From an optimization exercise on the open Yosys and OpenROAD flow, aimed at small area, a short achievable clock period and few clock cycles per item; shortcuts taken in it are not production practice. Only simulation tests tie the RTL to the original design; equivalence was not proved.

Setup of run A:
// wte_correct
module wte_correct (
    input  wire        clk,
    input  wire        rst,
    input  wire        cfg_we,
    input  wire [2:0]  cfg_addr,
    input  wire [31:0] cfg_wdata,
    input  wire        in_valid,
    output wire        in_ready,
    input  wire [1:0]  in_slot,
    input  wire [15:0] in_s,
    input  wire [15:0] in_dark,
    input  wire [15:0] in_gain,
    output wire        out_valid,
    input  wire        out_ready,
    output wire [15:0] out_y,
    output wire [15:0] out_v,
    output wire [15:0] neg_cnt,
    output wire [15:0] clip_cnt
);
    reg [2:0]  cfg_sh;
    reg        cfg_ob16;
    reg [1:0]  cfg_obk;
    reg [15:0] doff0, doff1, doff2, doff3;
    reg [15:0] dg0, dg1, dg2, dg3;
    always @(posedge clk) begin
        if (rst) begin
            cfg_sh   <= 3'd0;
            cfg_ob16 <= 1'b1;
            cfg_obk  <= 2'd0;
            doff0 <= 16'h0000; doff1 <= 16'h0000;
            doff2 <= 16'h0000; doff3 <= 16'h0000;
            dg0   <= 16'h4000; dg1   <= 16'h4000;
            dg2   <= 16'h4000; dg3   <= 16'h4000;
        end else if (cfg_we) begin
            case (cfg_addr)
                3'd0: begin
                    cfg_sh   <= cfg_wdata[0] ? (3'd0 - cfg_wdata[11:9]) : 3'd0;
                    cfg_ob16 <= cfg_wdata[20];
                    cfg_obk  <= cfg_wdata[18:17];
                end
  ...
Size in the first run: roughly 530 flip-flops, ~160 I/O pins, about 40000 um^2 of cells after synthesis.
Settings: LEC_CHECK=0, CAP_MARGIN=20, CORE_MARGIN=2, CORE_UTILIZATION=40, SLEW_MARGIN=20, SYNTH_HIERARCHICAL=1, SYNTH_MINIMUM_KEEP_SIZE=0; clock period 13.0 ns.
standard.sh (not shown) runs the stock make flow with config.mk's settings and CLKGATE_MAP_FILE= SYNTH_SCRIPT=/design/flow/synth_recipe.tcl, a recipe that flattens the netlist after the stock synthesis.
==> flow/flow/run.sh <==
#!/bin/bash
# Layout flow: the standard layout (standard.sh, unchanged synthesis,
# floorplan, placement, CTS, routing) with ORFS's repair_timing asked to
# leave a larger setup margin than the 13 ns clock needs, so that it sizes
# the critical paths of this pipeline. The clock period and constraints
# are the design's.
set -euo pipefail
export SETUP_SLACK_MARGIN=9
bash standard.sh > standard.log 2>&1
Testbench counts of run A, summed over its fixed seeds: cycles 16,048, items 16,000.
The inputs of run B differ from those of run A as listed below.
# run A
export LEC_CHECK = 0
export CAP_MARGIN = 20
export CORE_MARGIN = 2
export CORE_UTILIZATION = 40
export SLEW_MARGIN = 20
export SYNTH_HIERARCHICAL = 1
export SYNTH_MINIMUM_KEEP_SIZE = 0
create_clock -name core_clock -period 13.0 [get_ports {clk}]
# run B
export LEC_CHECK = 0
export CAP_MARGIN = 20
export CORE_MARGIN = 2
export CORE_UTILIZATION = 60
export CTS_CLUSTER_DIAMETER = 100
export CTS_CLUSTER_SIZE = 20
export PLACE_DENSITY = 0.7
export SLEW_MARGIN = 20
export SYNTH_HIERARCHICAL = 1
export SYNTH_MINIMUM_KEEP_SIZE = 0
create_clock -name core_clock -period 13.0 [get_ports {clk}]
### Flow results
- Run B vs run A: clock-buffer cell count down by more than a quarter
- Run A → run B: last weighted congestion value of the routability-driven placer increased by 2.4% relative to the old numbers.
- Setup slack (higher): run B
- Lower final cycle utilization of the critical path was reported by run B, not run A.
Setup changes, run B to run C
# run B
export LEC_CHECK = 0
export CAP_MARGIN = 20
export CORE_MARGIN = 2
export CORE_UTILIZATION = 60
export CTS_CLUSTER_DIAMETER = 100
export CTS_CLUSTER_SIZE = 20
export PLACE_DENSITY = 0.7
export SLEW_MARGIN = 20
export SYNTH_HIERARCHICAL = 1
export SYNTH_MINIMUM_KEEP_SIZE = 0
create_clock -name core_clock -period 13.0 [get_ports {clk}]
# run C
export LEC_CHECK = 0
export CAP_MARGIN = 20
export CORE_MARGIN = 2
export CORE_UTILIZATION = 40
export CTS_CLUSTER_DIAMETER = 100
export CTS_CLUSTER_SIZE = 20
export SLEW_MARGIN = 20
export SYNTH_HIERARCHICAL = 1
export SYNTH_MINIMUM_KEEP_SIZE = 0
create_clock -name core_clock -period 13.0 [get_ports {clk}]
Results
Shortest clock period the worst path allows after layout | run C above run B
Run C vs run B: number of vias in the routed layout down
Re final RePlAce weighted congestion: run B and run C aren't equal, and the higher value belongs to run B.

========
Setup of before:
wte_correct, a different RTL version from the one above (not shown whole).
For scale: ~3600 cells after synthesis, ~520 flip-flops, about 39000 µm² of cells after synthesis.
export LEC_CHECK = 0
export CAP_MARGIN = 20
export CORE_MARGIN = 2
export CORE_UTILIZATION = 60
export CTS_CLUSTER_DIAMETER = 120
export CTS_CLUSTER_SIZE = 25
export PLACE_DENSITY = 0.7
export SLEW_MARGIN = 20
export SYNTH_HIERARCHICAL = 1
export SYNTH_MINIMUM_KEEP_SIZE = 0
create_clock -name core_clock -period 13.0 [get_ports {clk}]
run.sh (not shown) runs the stock make flow with config.mk's settings and CLKGATE_MAP_FILE= SYNTH_SCRIPT=/design/flow/synth_recipe.tcl, a recipe that flattens the netlist after the stock synthesis.
Stock flow here: none of the scripts above is used.
Testbench counts of before, summed over its fixed seeds: cycles 16,048, items 16,000.
Input changes introduced in after (baseline for comparison: before):
==> flow/flow/run.sh (new file) <==
#!/bin/bash
# Layout flow: the standard layout (standard.sh, unchanged synthesis,
# floorplan, placement, CTS, routing) with ORFS's repair_timing asked to
# leave a larger setup margin than the 13 ns clock needs, so that it sizes
# the critical paths of this pipeline. The clock period and constraints
# are the design's.
set -euo pipefail
export SETUP_SLACK_MARGIN=9
bash standard.sh > standard.log 2>&1
==> flow/standard.sh (new file) <==
#!/bin/bash
# synth_recipe.tcl (not shown) runs the flow's synth.tcl, then flattens the netlist and writes it again
# the make line also repeats each setting of config.mk as NAME=value (left out here)
make -C /OpenROAD-flow-scripts/flow DESIGN_CONFIG=/design/flow/config.mk WORK_HOME=/design/flow/orfs CLKGATE_MAP_FILE= SYNTH_SCRIPT=/design/flow/synth_recipe.tcl "${@:-finish}"
removed: flow/run.sh
Results
- Compared before against after; combined flip-flop and latch cell area within noise.
- Final setup skew was higher in before than in after.
- Looking only at via count of the first global-routing pass, and setting everything else aside, the higher value of after and before goes to before.
- Looking only at met2 wirelength from detailed routing, and setting everything else aside, the higher value of after and before goes to after.
- Global-route usage, after and before: higher on after
- Delta (after minus before): cell depth of the worst min-delay path increased 2; share of cell area taken by flip-flops and latches essentially unchanged; utilization increased 0.30 points.

-- port drivers added, routing unchanged --
In the flow no input, the clock included, has a driving cell. The finished layouts below were timed again as built, in two steps.
Step 1 assumes that a clkbuf_16 drives the clock port and a buf_2 every other input.
Step 2 moves the port delays by t, midway between the first and last clock arrival at a register: inputs arrive t later, outputs are due t later. That takes back most of the time a late clock gives input paths.
a / b / c = ideal / step 1 / step 2; a / b = the first two.
| run | shift t [ns] | slack for setup (ns) | worst setup path after step 2 | worst register clock-pin slew, ns | cell pins on the clock port's net |
|---|---|---|---|---|---|
| run A | 0.677 | 8.887 / 8.824 / 8.375 | input to register | 0.06 / 0.06 | 1 |
| run B | 0.695 | 9.028 / 8.967 / 8.491 | input to register | 0.09 / 0.09 | 1 |
| run C | 0.647 | 8.938 / 8.875 / 8.375 | input to register | 0.09 / 0.09 | 1 |
| before | 0.666 | 8.751 / 8.690 / 8.126 | input to register | 0.11 / 0.11 | 1 |
| after | 0.674 | 9.056 / 8.997 / 8.419 | input to register | 0.11 / 0.11 | 1 |
After both steps every run listed still meets setup and hold. The setup slack of after, which loses most, moves by -0.059 ns with the drivers and by -0.637 ns with both steps.
